Context: an optimization exercise on an open-source flow, tuned for small area, a short achievable clock period and few clock cycles per item. The choices shown serve that exercise and are no tape-out recipe.
Only simulation tests tie the RTL to the original design; equivalence was not proved.
Power figures rest on the tool's default switching activity, not on a simulated workload.

==> flow/design.v (excerpt) <==
module beam_pulse (
    input  wire         clk,
    input  wire         rst,
    input  wire [12:0]  cfg_pitch,         
    input  wire [1:0]   cfg_just_mode,
    input  wire [1:0]   cfg_acc_init,
    input  wire [179:0] cfg_exp,           
    input  wire [191:0] cfg_wlaw,          
    input  wire         in_valid,
    output wire         in_ready,
    input  wire [14:0]  in_x,
    input  wire [3:0]   in_level,
    input  wire [3:0]   in_level_left,     
    input  wire [3:0]   in_level_right,    
    input  wire         in_frame_start,    
    input  wire [11:0]  in_fofs,           
    input  wire [11:0]  in_fgain,          
    output reg  [11:0]  node_addr_a,
    output wire [11:0]  node_addr_b,
    input  wire [31:0]  node_data_a,
    input  wire [31:0]  node_data_b,
    output wire         out_valid,
    input  wire         out_ready,
    output reg  [12:0]  out_off,           
    output reg  [11:0]  out_gt,
    output reg  [4:0]   out_w,             
    output reg  [4:0]   out_j,             
    output reg  [20:0]  out_a,             
    output reg  [20:0]  out_e,             
    output reg  [1:0]   out_acc            
);
Size: roughly 6,000 cells after synthesis, roughly 470 flip-flops, about 55,000 um2 of cells after synthesis.
clock: 16.0 ns
lec_check: 0
cap_margin: 20
core_margin: 2
core_utilization: 40
place_density: 0.6
slew_margin: 20
standard.sh (not shown) runs the stock make flow with config.mk's settings and CLKGATE_MAP_FILE= SYNTH_SCRIPT=/design/flow/synth_recipe.tcl, a recipe that flattens the netlist after the stock synthesis.
==> flow/flow/run.sh <==
#!/bin/bash
set -euo pipefail
bash standard.sh SETUP_SLACK_MARGIN=9 "BUFFER_PORTS_ARGS=-buffer_cell sky130_fd_sc_hd__buf_1" finish \
    > run_standard.log 2>&1
Testbench counts at the start, summed over its fixed seeds: cycles 1,704, items 1,600.
Next try:
--- a/flow/design.v
+++ b/flow/design.v
@@ -380,36 +380,21 @@
         input       sub;
         reg   [4:0] k;
         begin
             k = sub ? {1'b0, lo} + 5'd1 : 5'd16 - {1'b0, lo};
             cyb = (k <= 5'd8) ? t[k[3:0]] : 1'b0;
         end
     endfunction
-    function [3:0] losel;
-        input [8:0] t;
-        input [3:0] lo;
-        input       sub;
-        integer k;
-        reg   [3:0] v;
-        begin
-            losel = 4'd0;
-            for (k = 0; k < 9; k = k + 1) begin
-                v = sub ? lo - k[3:0] : lo + k[3:0];
-                if (t[k] & ((k == 8) ? 1'b1 : ~t[(k + 1) % 9]))
-                    losel = losel | v;
-            end
-        end
-    endfunction
-    wire [3:0]  lo_o  = losel(t_o, r2_aof[3:0], r2_sgo);
+    wire [3:0]  lo_o  = r2_sgo ? r2_aof[3:0] - q_o : r2_aof[3:0] + q_o;
     wire        cy_o  = cyb(t_o, r2_aof[3:0], r2_sgo);
     wire [8:0]  hi_o  = r2_aof[12:4];
     wire [8:0]  hi_op = hi_o + 9'd1;
     wire [8:0]  hi_om = hi_o - 9'd1;
     wire [12:0] off_n = {cy_o ? (r2_sgo ? hi_om : hi_op) : hi_o, lo_o};
-    wire [3:0]  lo_g  = losel(t_g, r2_ag[3:0], r2_sgg);
+    wire [3:0]  lo_g  = r2_sgg ? r2_ag[3:0] - q_g : r2_ag[3:0] + q_g;
     wire        cy_g  = cyb(t_g, r2_ag[3:0], r2_sgg);
     wire [7:0]  hi_g  = r2_ag[11:4];
     wire [7:0]  hi_gp = hi_g + 8'd1;
     wire [7:0]  hi_gm = hi_g - 8'd1;
     wire [11:0] gain_n = {cy_g ? (r2_sgg ? hi_gm : hi_gp) : hi_g, lo_g};
     reg  [12:0] r3_off;
     reg  [11:0] r3_gain;
After rerunning:
- count of clock-buffer cells in the layout drops by 4
- combinational power climbs by about 7%
- register-to-register slack degrades by 0.39 ns
- utilization climbs by 0.64 points
- sequential power climbs by 10%
- via count drops by 0.40%
- final area hardly moves
- clock power climbs by about 9%
- total power climbs by 7.6%
- sequential share of layout area barely changes
Testbench counts after the change, summed over its fixed seeds: cycles 1,704, items 1,600.

---

the baseline:
beam_pulse again, from the RTL that the note above started with.
==> flow/design.v (excerpt) <==
module beam_pulse (
    input  wire         clk,
    input  wire         rst,
    input  wire [12:0]  cfg_pitch,         
    input  wire [1:0]   cfg_just_mode,
    input  wire [1:0]   cfg_acc_init,
    input  wire [179:0] cfg_exp,           
    input  wire [191:0] cfg_wlaw,          
    input  wire         in_valid,
    output wire         in_ready,
    input  wire [14:0]  in_x,
    input  wire [3:0]   in_level,
    input  wire [3:0]   in_level_left,     
    input  wire [3:0]   in_level_right,    
    input  wire         in_frame_start,    
    input  wire [11:0]  in_fofs,           
    input  wire [11:0]  in_fgain,          
    output reg  [11:0]  node_addr_a,
    output wire [11:0]  node_addr_b,
    input  wire [31:0]  node_data_a,
    input  wire [31:0]  node_data_b,
    output wire         out_valid,
    input  wire         out_ready,
    output reg  [12:0]  out_off,           
    output reg  [11:0]  out_gt,
    output reg  [4:0]   out_w,             
    output reg  [4:0]   out_j,             
    output reg  [20:0]  out_a,             
    output reg  [20:0]  out_e,             
    output reg  [1:0]   out_acc            
);
    wire [12:0] pitch_lim = (cfg_pitch < 13'd16)   ? 13'd16 :
                            (cfg_pitch > 13'd4096) ? 13'd4096 : cfg_pitch;
    reg  [12:0] p;
    always @(posedge clk) p <= pitch_lim;
    wire [12:0] h    = {1'b0, p[12:1]};              
    wire [12:0] pm1  = p - 13'd1;
    wire [12:0] cneg = {1'b0, pm1[12:1]};            
    wire [16:0] mp1 = {4'd0, p};
    wire [16:0] mp2 = {3'd0, p, 1'b0};
    wire [16:0] mp4 = {2'd0, p, 2'b0};
    wire [16:0] mp8 = {1'd0, p, 3'b0};
    wire [16:0] mp3 = mp1 + mp2;
    wire [16:0] mp5 = mp1 + mp4;
    wire [16:0] mp6 = {mp3[15:0], 1'b0};
  ...
clock: 16.0 ns
lec_check: 0
cap_margin: 20
core_margin: 2
core_utilization: 40
place_density: 0.6
slew_margin: 20
==> flow/flow/run.sh <==
#!/bin/bash
set -euo pipefail
bash standard.sh SETUP_SLACK_MARGIN=9.5 "BUFFER_PORTS_ARGS=-buffer_cell sky130_fd_sc_hd__buf_1" finish \
    > run_standard.log 2>&1
Testbench counts of the baseline, summed over its fixed seeds: cycles 1,704, items 1,600.
[inputs] the candidate vs the baseline
--- a/flow/design.v
+++ b/flow/design.v
@@ -377,42 +377,27 @@
     function cyb;
         input [8:0] t;
         input [3:0] lo;
         input       sub;
         reg   [4:0] k;
         begin
             k = sub ? {1'b0, lo} + 5'd1 : 5'd16 - {1'b0, lo};
             cyb = (k <= 5'd8) ? t[k[3:0]] : 1'b0;
         end
     endfunction
-    function [3:0] losel;
-        input [8:0] t;
-        input [3:0] lo;
-        input       sub;
-        integer k;
-        reg   [3:0] v;
-        begin
-            losel = 4'd0;
-            for (k = 0; k < 9; k = k + 1) begin
-                v = sub ? lo - k[3:0] : lo + k[3:0];
-                if (t[k] & ((k == 8) ? 1'b1 : ~t[(k + 1) % 9]))
-                    losel = losel | v;
-            end
-        end
-    endfunction
-    wire [3:0]  lo_o  = losel(t_o, r2_aof[3:0], r2_sgo);
+    wire [3:0]  lo_o  = r2_sgo ? r2_aof[3:0] - q_o : r2_aof[3:0] + q_o;
     wire        cy_o  = cyb(t_o, r2_aof[3:0], r2_sgo);
     wire [8:0]  hi_o  = r2_aof[12:4];
     wire [8:0]  hi_op = hi_o + 9'd1;
     wire [8:0]  hi_om = hi_o - 9'd1;
     wire [12:0] off_n = {cy_o ? (r2_sgo ? hi_om : hi_op) : hi_o, lo_o};
-    wire [3:0]  lo_g  = losel(t_g, r2_ag[3:0], r2_sgg);
+    wire [3:0]  lo_g  = r2_sgg ? r2_ag[3:0] - q_g : r2_ag[3:0] + q_g;
     wire        cy_g  = cyb(t_g, r2_ag[3:0], r2_sgg);
     wire [7:0]  hi_g  = r2_ag[11:4];
     wire [7:0]  hi_gp = hi_g + 8'd1;
     wire [7:0]  hi_gm = hi_g - 8'd1;
     wire [11:0] gain_n = {cy_g ? (r2_sgg ? hi_gm : hi_gp) : hi_g, lo_g};
     reg  [12:0] r3_off;
     reg  [11:0] r3_gain;
     reg  [1:0]  r3_jt;
     reg         r3_wz;
     reg  [3:0]  r3_lv;
Results
Count of inverters other than clock inverters in the layout (lower): the baseline. As far as H-tree depth is concerned, the candidate and the baseline perform about the same. Compared with the baseline, in the candidate shortest period the worst path allows moved up; final standard cell area without fillers level; routed wire length moved down. On critical path's largest stage delay: the candidate sits below the baseline. Diff the candidate and the baseline: worst hold slack lower in the baseline. Compare the candidate and the baseline | total met2 wirelength after detailed routing lower: the baseline. On sequential share of layout area, the candidate and the baseline are basically level. The area of the die of the candidate was superior to that of the baseline. Taking the baseline as 1.0, the candidate lands at 0.77 on largest net degree at the start of global routing.
Testbench counts of the candidate, summed over its fixed seeds: cycles 1,704, items 1,600.

==> static timing again, ports no longer ideal <==
The flow's constraints put no driver on any port. The routed layouts listed below were extracted and timed again, unchanged, in two steps.
Step 1 sets driving cells, clkbuf_16 on the clock port and buf_2 on the other inputs (assumed; they add their load-dependent delay and slew).
Step 2 moves the port delays by t, midway between the first and last clock arrival at a register: inputs arrive t later, outputs are due t later. That takes back most of the time a late clock gives input paths.
Slacks: no drivers / after step 1 / after step 2; pairs: no drivers / after step 1.
run	shift t [ns]	slack for setup (ns)	hold slack, ns	latest minus earliest clock arrival (ns)	slew at the worst register clock pin (ns)
the first run of note 1	0.712	8.826 / 8.751 / 8.375	0.394 / 0.394 / 0.394	0.039 / 0.039	0.07 / 0.07
the second run of note 1	0.734	8.816 / 8.816 / 8.380	0.412 / 0.412 / 0.412	0.053 / 0.054	0.07 / 0.07
the baseline	0.714	8.785 / 8.713 / 8.374	0.402 / 0.402 / 0.402	0.039 / 0.039	0.08 / 0.08
the candidate	0.744	8.754 / 8.754 / 8.381	0.414 / 0.414 / 0.414	0.039 / 0.040	0.08 / 0.08
After both steps setup and hold are still met in every run listed. The setup slack of the first run of note 1, which loses most, moves by -0.075 ns with the drivers and by -0.451 ns with both steps.
